What follows belongs to an exercise in optimizing a design on an open flow for small area, a short achievable clock period and few clock cycles per item; a production flow would make more cautious choices. For this run, only the layout was checked, not whether the RTL still works.

==> flow/run.sh <==
#!/bin/bash
# synth_recipe.tcl (not shown) runs the flow's synth.tcl, then flattens the netlist and writes it again
# the make line also repeats each setting of config.mk as NAME=value (left out here)
make -C /OpenROAD-flow-scripts/flow DESIGN_CONFIG=/design/flow/config.mk WORK_HOME=/design/flow/orfs CLKGATE_MAP_FILE= SYNTH_SCRIPT=/design/flow/synth_recipe.tcl finish
==> flow/config.mk <==
export PLATFORM = sky130hd
export DESIGN_NAME = sha256_engine
export DESIGN_NICKNAME = sha256_engine
export VERILOG_FILES = /design/flow/design.v
export SDC_FILE = /design/flow/constraint.sdc
export NUM_CORES = 4
export LEC_CHECK = 0
export CAP_MARGIN = 20
export CORE_MARGIN = 2
export CORE_UTILIZATION = 40
export PLACE_DENSITY = 0.6
export SLEW_MARGIN = 20
==> flow/constraint.sdc <==
create_clock -name core_clock -period 10.0 [get_ports {clk}]
set_input_delay 2.0000 -clock core_clock [delete_from_list [all_inputs] [get_ports {clk}]]
set_output_delay 2.0000 -clock core_clock [all_outputs]
set_load 0.01 [all_outputs]
==> flow/design.v <==
module sha256_engine (
    input  wire         clk,
    input  wire         rst,         
    input  wire         in_valid,
    output wire         in_ready,
    input  wire [31:0]  in_data,
    input  wire         in_init,     
    input  wire         in_sha224,   
    output reg          out_valid,
    output wire [255:0] out_digest
);
    localparam [255:0] IV256 = {32'h6a09e667, 32'hbb67ae85, 32'h3c6ef372, 32'ha54ff53a,
                                32'h510e527f, 32'h9b05688c, 32'h1f83d9ab, 32'h5be0cd19};
    localparam [255:0] IV224 = {32'hc1059ed8, 32'h367cd507, 32'h3070dd17, 32'hf70e5939,
                                32'hffc00b31, 32'h68581511, 32'h64f98fa7, 32'hbefa4fa4};
    reg        run;         
    reg [5:0]  t;           
    reg [3:0]  cnt;         
    reg        ibv;         
    reg [31:0] ib;
    reg        pinit, p224;    
    reg        cinit, c224;    
    reg        last;           
    reg        fin;            
    reg        rot;            
    reg [31:0] h0, ax, ay, az, h4, ex, ey, ez;
    reg [31:0] a, b, c, d, e, f, g, h;
    reg [31:0] p;               
    reg [31:0] w [0:15];        
    integer i;
    wire hi    = (t[5:4] == 2'b11);
    wire xfer  = ibv & hi & (t[3:0] == cnt);
    wire start = (t == 6'd63) & ibv & (cnt == 4'd15);
    wire ivld  = run & (t == 6'd0) & cinit;
    assign in_ready   = ~ibv | xfer;
    assign out_digest = {h0, az, ay, ax, h4, ez, ey, ex};
    wire       accept = in_valid & in_ready;
    wire [3:0] idx    = cnt + {3'd0, ibv};
    reg [31:0] k_n;
    always @(*) begin
        case (t)
            6'd0:    k_n = 32'h71374491; 6'd1:    k_n = 32'hb5c0fbcf;
            6'd2:    k_n = 32'he9b5dba5; 6'd3:    k_n = 32'h3956c25b;
            6'd4:    k_n = 32'h59f111f1; 6'd5:    k_n = 32'h923f82a4;
            6'd6:    k_n = 32'hab1c5ed5; 6'd7:    k_n = 32'hd807aa98;
            6'd8:    k_n = 32'h12835b01; 6'd9:    k_n = 32'h243185be;
            6'd10:   k_n = 32'h550c7dc3; 6'd11:   k_n = 32'h72be5d74;
            6'd12:   k_n = 32'h80deb1fe; 6'd13:   k_n = 32'h9bdc06a7;
            6'd14:   k_n = 32'hc19bf174; 6'd15:   k_n = 32'he49b69c1;
            6'd16:   k_n = 32'hefbe4786; 6'd17:   k_n = 32'h0fc19dc6;
            6'd18:   k_n = 32'h240ca1cc; 6'd19:   k_n = 32'h2de92c6f;
            6'd20:   k_n = 32'h4a7484aa; 6'd21:   k_n = 32'h5cb0a9dc;
            6'd22:   k_n = 32'h76f988da; 6'd23:   k_n = 32'h983e5152;
            6'd24:   k_n = 32'ha831c66d; 6'd25:   k_n = 32'hb00327c8;
            6'd26:   k_n = 32'hbf597fc7; 6'd27:   k_n = 32'hc6e00bf3;
            6'd28:   k_n = 32'hd5a79147; 6'd29:   k_n = 32'h06ca6351;
            6'd30:   k_n = 32'h14292967; 6'd31:   k_n = 32'h27b70a85;
            6'd32:   k_n = 32'h2e1b2138; 6'd33:   k_n = 32'h4d2c6dfc;
            6'd34:   k_n = 32'h53380d13; 6'd35:   k_n = 32'h650a7354;
            6'd36:   k_n = 32'h766a0abb; 6'd37:   k_n = 32'h81c2c92e;
            6'd38:   k_n = 32'h92722c85; 6'd39:   k_n = 32'ha2bfe8a1;
            6'd40:   k_n = 32'ha81a664b; 6'd41:   k_n = 32'hc24b8b70;
            6'd42:   k_n = 32'hc76c51a3; 6'd43:   k_n = 32'hd192e819;
            6'd44:   k_n = 32'hd6990624; 6'd45:   k_n = 32'hf40e3585;
            6'd46:   k_n = 32'h106aa070; 6'd47:   k_n = 32'h19a4c116;
            6'd48:   k_n = 32'h1e376c08; 6'd49:   k_n = 32'h2748774c;
            6'd50:   k_n = 32'h34b0bcb5; 6'd51:   k_n = 32'h391c0cb3;
            6'd52:   k_n = 32'h4ed8aa4a; 6'd53:   k_n = 32'h5b9cca4f;
            6'd54:   k_n = 32'h682e6ff3; 6'd55:   k_n = 32'h748f82ee;
            6'd56:   k_n = 32'h78a5636f; 6'd57:   k_n = 32'h84c87814;
            6'd58:   k_n = 32'h8cc70208; 6'd59:   k_n = 32'h90befffa;
            6'd60:   k_n = 32'ha4506ceb; 6'd61:   k_n = 32'hbef9a3f7;
            6'd62:   k_n = 32'hc67178f2; default  k_n = 32'h428a2f98;
        endcase
    end
    wire [255:0] iv_p = p224 ? IV224 : IV256;
    wire [255:0] iv_c = c224 ? IV224 : IV256;
    wire [31:0] s1  = {e[5:0], e[31:6]} ^ {e[10:0], e[31:11]} ^ {e[24:0], e[31:25]};
    wire [31:0] s0  = {a[1:0], a[31:2]} ^ {a[12:0], a[31:13]} ^ {a[21:0], a[31:22]};
    wire [31:0] chv = (e & f) ^ (~e & g);
    wire [31:0] mjv = (a & b) ^ (a & c) ^ (b & c);
    wire [31:0] ya  = last ? h0 : 32'd0;
    wire [31:0] ye  = last ? h4 : 32'd0;
    wire [31:0] a1s  = p ^ s1 ^ chv;
    wire [31:0] a1c  = (p & s1 | p & chv | s1 & chv);
    wire [31:0] a1cs = {a1c[30:0], 1'b0};
    wire [31:0] a2s  = ya ^ s0 ^ mjv;
    wire [31:0] a2c  = (ya & s0 | ya & mjv | s0 & mjv);
    wire [31:0] a2cs = {a2c[30:0], 1'b0};
    wire [31:0] a3s  = a1s ^ a1cs ^ a2s;
    wire [31:0] a3c  = (a1s & a1cs | a1s & a2s | a1cs & a2s);
    wire [31:0] a3cs = {a3c[30:0], 1'b0};
    wire [31:0] a4s  = a3s ^ a3cs ^ a2cs;
    wire [31:0] a4c  = (a3s & a3cs | a3s & a2cs | a3cs & a2cs);
    wire [31:0] a4cs = {a4c[30:0], 1'b0};
    wire [31:0] a_r  = a4s + a4cs;
    wire [31:0] e1s  = d ^ p ^ ye;
    wire [31:0] e1c  = (d & p | d & ye | p & ye);
    wire [31:0] e1cs = {e1c[30:0], 1'b0};
    wire [31:0] e2s  = e1s ^ e1cs ^ s1;
    wire [31:0] e2c  = (e1s & e1cs | e1s & s1 | e1cs & s1);
    wire [31:0] e2cs = {e2c[30:0], 1'b0};
    wire [31:0] e3s  = e2s ^ e2cs ^ chv;
    wire [31:0] e3c  = (e2s & e2cs | e2s & chv | e2cs & chv);
    wire [31:0] e3cs = {e3c[30:0], 1'b0};
    wire [31:0] e_r  = e3s + e3cs;
    wire [31:0] suma = ax + (fin ? a : 32'd0);
    wire [31:0] sume = ex + (fin ? e : 32'd0);
    wire [31:0] ss0    = {w[1][6:0], w[1][31:7]} ^ {w[1][17:0], w[1][31:18]} ^ (w[1] >> 3);
    wire [31:0] ss1    = {w[14][16:0], w[14][31:17]} ^ {w[14][18:0], w[14][31:19]} ^ (w[14] >> 10);
    wire [31:0] w_next = ss1 + w[9] + ss0 + w[0];
    wire [31:0] gp     = start ? (pinit ? iv_p[31:0] : ey) : g;
    wire [31:0] p_next = gp + k_n + w[1];
    wire ld_alt = start & (pinit | ~run);    
    always @(posedge clk) begin
        for (i = 0; i < 15; i = i + 1)
            w[i] <= w[i+1];
        if (run & ~hi)
            w[15] <= w_next;
        else if (xfer)
            w[15] <= ib;
        else
            w[15] <= w[0];
        if (accept) begin
            ib <= in_data;
            if (idx == 4'd0) begin
                pinit <= in_init;
                p224  <= in_sha224;
            end
        end
        p <= p_next;
        a <= ld_alt ? (pinit ? iv_p[255:224] : h0) : a_r;
        b <= start ? (pinit ? iv_p[223:192] : suma) : a;
        c <= start ? (pinit ? iv_p[191:160] : az) : b;
        d <= start ? (pinit ? iv_p[159:128] : ay) : c;
        e <= ld_alt ? (pinit ? iv_p[127:96]  : h4) : e_r;
        f <= start ? (pinit ? iv_p[95:64]   : sume) : e;
        g <= start ? (pinit ? iv_p[63:32]   : ez) : f;
        h <= start ? (pinit ? iv_p[31:0]    : ey) : g;
        if (last)
            h0 <= a_r;
        else if (ivld)
            h0 <= iv_c[255:224];
        if (last)
            h4 <= e_r;
        else if (ivld)
            h4 <= iv_c[127:96];
        if (ivld) begin
            ax <= iv_c[159:128]; ay <= iv_c[191:160]; az <= iv_c[223:192];
            ex <= iv_c[31:0];    ey <= iv_c[63:32];   ez <= iv_c[95:64];
        end else if (rot) begin
            ax <= ay; ay <= az; az <= suma;
            ex <= ey; ey <= ez; ez <= sume;
        end
        if (start) begin
            cinit <= pinit;
            c224  <= p224;
        end
        if (rst) begin
            run       <= 1'b0;
            t         <= 6'd48;
            cnt       <= 4'd0;
            ibv       <= 1'b0;
            out_valid <= 1'b0;
            last      <= 1'b0;
            fin       <= 1'b0;
            rot       <= 1'b0;
        end else begin
            out_valid <= last;
            last      <= run & (t == 6'd62);
            fin       <= run & (t == 6'd60 || t == 6'd61 || t == 6'd62);
            rot       <= (t == 6'd60 || t == 6'd61 || t == 6'd62);
            ibv       <= accept | (ibv & ~xfer);
            if (xfer)
                cnt <= cnt + 4'd1;
            if (start)
                t <= 6'd0;
            else if (t == 6'd63 || (~run & cnt == 4'd0 & ~ibv))
                t <= 6'd48;
            else
                t <= t + 6'd1;
            if (start)
                run <= 1'b1;
            else if (t == 6'd63)
                run <= 1'b0;
        end
    end
endmodule
==> results.json <==
{
  "setup.worst_path.class": "register to register",
  "finalSetupViolCount": 0,
  "synthesis.nets": 5917,
  "core_um2": 135000,
  "clockRootBuffer": "clkbuf_16",
  "effective_utilization_at_floorplan": 0.402,
  "worst_clock_skew_ns": 0.0686,
  "grt_antenna_before_repair": 9,
  "route.detailed.wl_per_inst_um": 26.5,
  "nNetsFinal": 6091,
  "top_level_ports": 295,
  "min_to": "w[1][12]$_DFF_P_",
  "rsz0062_at_grt": "false",
  "hold_path_cell_cnt": 0,
  "crit_buf_inv": 2,
  "synth_sequential_area_ratio": 0.450,
  "cp_data_arrival_time_ns": 6.81,
  "synth-seq-cells": 1076,
  "critical_path.endpoint_type": "register",
  "numClockSinks": 1076,
  "worstMarginPinSlew_ns": 1.10,
  "cpMostUsedCell": "fa_1",
  "rrSetupSlack_ns": 3.68,
  "synth.cell_area_um2": 54400,
  "number_of_buffers_inserted_during_clock_tree_synthesis": 111,
  "io_buffer_count": 294,
  "synth-main-ff-cell": "dfxtp_1",
  "cts-htree-levels": 3,
  "num_vias": 40200,
  "post_synth_inst_count": 5356,
  "fmax_mhz": 158,
  "worst_skew_late_latency_ns": 0.76,
  "ys_async_sr_fraction": 0,
  "ctsHoldBuffers": 0,
  "layout.cells.most_common": "dfxtp_1",
  "whs_ns": 0.284,
  "clock_path_buffers": 3,
  "timing.max_slew.rel_slack": 0.266,
  "drtIter0Drc": 4009,
  "run_status": "no timing/DRC/antenna violations",
  "drt_pass1_iterations": 8,
  "route.antenna.remaining_nets": 0,
  "layout.cells.most_common_list": "781 x dfxtp_1, 547 x nand2_1, 472 x inv_1",
  "layout-drive-gt1-share": 0.0563,
  "clk_pin_slew_worst_paths_ns": 0.07,
  "wp_depth": 18,
  "first_global_vias": 39200,
  "overflow": 0,
  "pre_cts_ws_ns": 3.72,
  "fp.dieW_um": 373,
  "worst_r2r_endpoint": "h0[30]$_SDFFCE_PN1P_",
  "setup-tns-final_ns": 0,
  "insertedDiodeCount": 0,
  "finish.cell_count_without_fillers": 7408,
  "gp_routability_congestion": 0.986,
  "synth.avg_cell_area_um2": 10.2,
  "post-route-min-period_ns": 6.32,
  "flow.area_growth_from_synthesis_pct": 15.2,
  "cp_max_fo": 53,
  "worstHoldPathType": "register to register",
  "critPathRequiredTime_ns": 10.49,
  "dp.cells": 7198,
  "track_usage": 0.279,
  "fillerInstances": 12700,
  "viasPerCell": 5.43,
  "postCtsSetupRepairBufs": 0,
  "hold_viol_final": 0,
  "drt_wl_total_um": 196000,
  "post_cts.resized_instances": 0,
  "synth_warnings": 2,
  "critical-path-max-stage-delay_ns": 0.78,
  "max-cap-violations": 0,
  "crit_share_post_route": 0.632,
  "critPathTopFamily": "adder cells",
  "netlist-cell-type-count": 91,
  "dp.final_hpwl_um": 150000,
  "drv_slew": 0,
  "cts_tree": "built",
  "timing.critical_path.from_type": "register",
  "reg2reg_depth": 18,
  "crit_path_top_delay_cell": "dfxtp_4",
  "reg2reg_from": "last$_SDFF_PP0_",
  "synth_edf_count": 292,
  "std_cell_rows": 135,
  "grt_pass1_wl_um": 282000,
  "grt_max_degree": 192,
  "remaining_drc_errors": 0,
  "layout_setup_ws_ns": 3.68,
  "hold_path.startpoint": "w[2][12]$_DFF_P_",
  "list_of_cells_traversed_by_the_critical_path": "buf_4, nand2_1, fa_1, fa_1, inv_1, fa_1, ha_1, fa_1, a21oi_1, nor2b_1, a311o_1, o31ai_4, o22a_1, a31oi_1, and4_4, o31a_1, nor3_1, o21ai_1",
  "die_area_um2": 139000,
  "die_height_um": 373
}
[cells by family after synthesis]
group | synth area share
adders and majority gates | 0.163
muxes | 0.0162
buffers and inverters | 0.0526
xor gates and xnor gates | 0.0749
and+or+nand+nor | 0.104
DFF | 0.450
AOI/OAI and AO/OA | 0.140
[cell type report]
| class | count | area (um^2) | share of cell area |
|---|---|---|---|
| Clock buffer | 150 | 3100 | 0.0494 |
| Clock inverter | 60 | 624 | 0.00996 |
| Inverter | 476 | 1790 | 0.0286 |
| Multi-Input combinational cell | 3521 | 27100 | 0.433 |
| Sequential cell | 1076 | 24500 | 0.391 |
| Tap cell | 1781 | 2230 | 0.0356 |
| Timing Repair Buffer | 344 | 3340 | 0.0534 |
[worst max-delay path by stage]
stage                     from              endpoint  slack, ns
2_1_floorplan  t[0]$_SDFF_PP0_       ax[0]$_DFFE_PP_       3.33
3_3_place_gp   last$_SDFF_PP0_  h0[30]$_SDFFCE_PN1P_       3.74
3_5_place_dp   last$_SDFF_PP0_  h0[30]$_SDFFCE_PN1P_       3.72
4_1_cts        last$_SDFF_PP0_  h0[30]$_SDFFCE_PN1P_       3.75
5_1_grt        t[5]$_SDFF_PP1_         p[21]$_DFF_P_       3.44
6_report       last$_SDFF_PP0_  h0[30]$_SDFFCE_PN1P_       3.68
[registers in the layout, indices dropped and copies added, names as in the netlist, 4 cells and up]
register,cells
d,32
c,32
ex,32
ib,32
a,32
e,32
ey,32
g,32
az,32
b,32
ay,32
ez,32
ax,32
t,6
f,32
cnt,4
h0,32
w,512
p,32
h4,32
[cells in the mapped netlist, types with 6 or more instances]
cell type  count  area share
nor2_1       234       0.016
buf_1         18      0.0012
a21boi_0      10      0.0014
buf_2          8     0.00074
a22o_1        11      0.0018
and3_1        22      0.0025
clkbuf_1     257       0.018
o21bai_1      25      0.0035
dfxtp_1      784        0.29
nand2b_1      81      0.0093
nor3_1        37      0.0034
nand3_1       88      0.0081
a221oi_1       9      0.0014
ha_1         227       0.052
o221ai_1      11      0.0018
nor2b_1       28      0.0032
xor2_1       118       0.019
nand2_1      550       0.038
o21ai_1       27      0.0025
o22a_1         7      0.0011
a211oi_1      36      0.0050
fa_1         297        0.11
maj3_1         6      0.0011
mux2i_1       41      0.0075
o311ai_0       9      0.0014
a211o_1        8      0.0013
and2_1       127       0.015
o31ai_1       19      0.0026
edfxtp_1     292        0.16
o211ai_1      39      0.0054
xnor2_1      347       0.056
o21ai_0      344       0.032
or2_2          6     0.00069
o21a_1        52      0.0072
a21oi_1      352       0.032
mux2_2        32      0.0066
a31oi_1       24      0.0028
or3_1         18      0.0021
inv_1        473       0.033
o31a_1         6     0.00097
nand4_1       18      0.0021
a21o_1       151       0.021
[metrics by stage]
stage,utilization,area (um^2)
after global placement,0.436,58900
after floorplan,-,54400
final,0.464,62700
after global routing,0.464,62700
after CTS,0.464,62700
after detailed placement,0.436,58900
[layer usage]
metal / global-route usage / part of all wire / vias up
li1: - / - / 18300
met1: 0.368 / 0.42 / 19900
met2: 0.450 / 0.46 / 1727
met3: 0.0542 / 0.077 / 325
met4: 0.107 / 0.040 / 4
met5: 0 / 0.00019 / -
[worst register-to-register path, delay by kind of cell, from the launching register on]
family,cells,cell delay (ns)
fa+ha+maj,5,2.26
compound gates,7,1.76
flops,1,0.78
simple gates,4,0.71
buf+inv,2,0.61

## port drivers added, routing unchanged
How much do the figures lean on ideal ports? The routed layout below was timed once more, with nothing changed but the port constraints.
Step 1 (the two cells are an assumption about what drives the block):
set clk [get_ports {clk}]
set_driving_cell -lib_cell sky130_fd_sc_hd__clkbuf_16 $clk
set_driving_cell -lib_cell sky130_fd_sc_hd__buf_2 [delete_from_list [all_inputs] $clk]
Step 2 adds t to the input delays and takes it off the output delays; t is the mean of the earliest and latest rising clock arrival at the registers after step 1. Input paths then give back, and output paths get back, about the clock's delay inside the block.
Slacks: ideal ports / drivers / drivers and shift; pairs: ideal ports / drivers.
shift t [ns]: 0.808
setup WS [ns]: 3.683 / 3.683 / 3.683
hold slack, ns: 0.284 / 0.284 / 0.284
worst register clock-pin slew, ns: 0.08 / 0.08
After both steps setup and hold are still met in this run. The setup slack of this run moves by 0.000 ns with the drivers and by 0.000 ns with both steps.
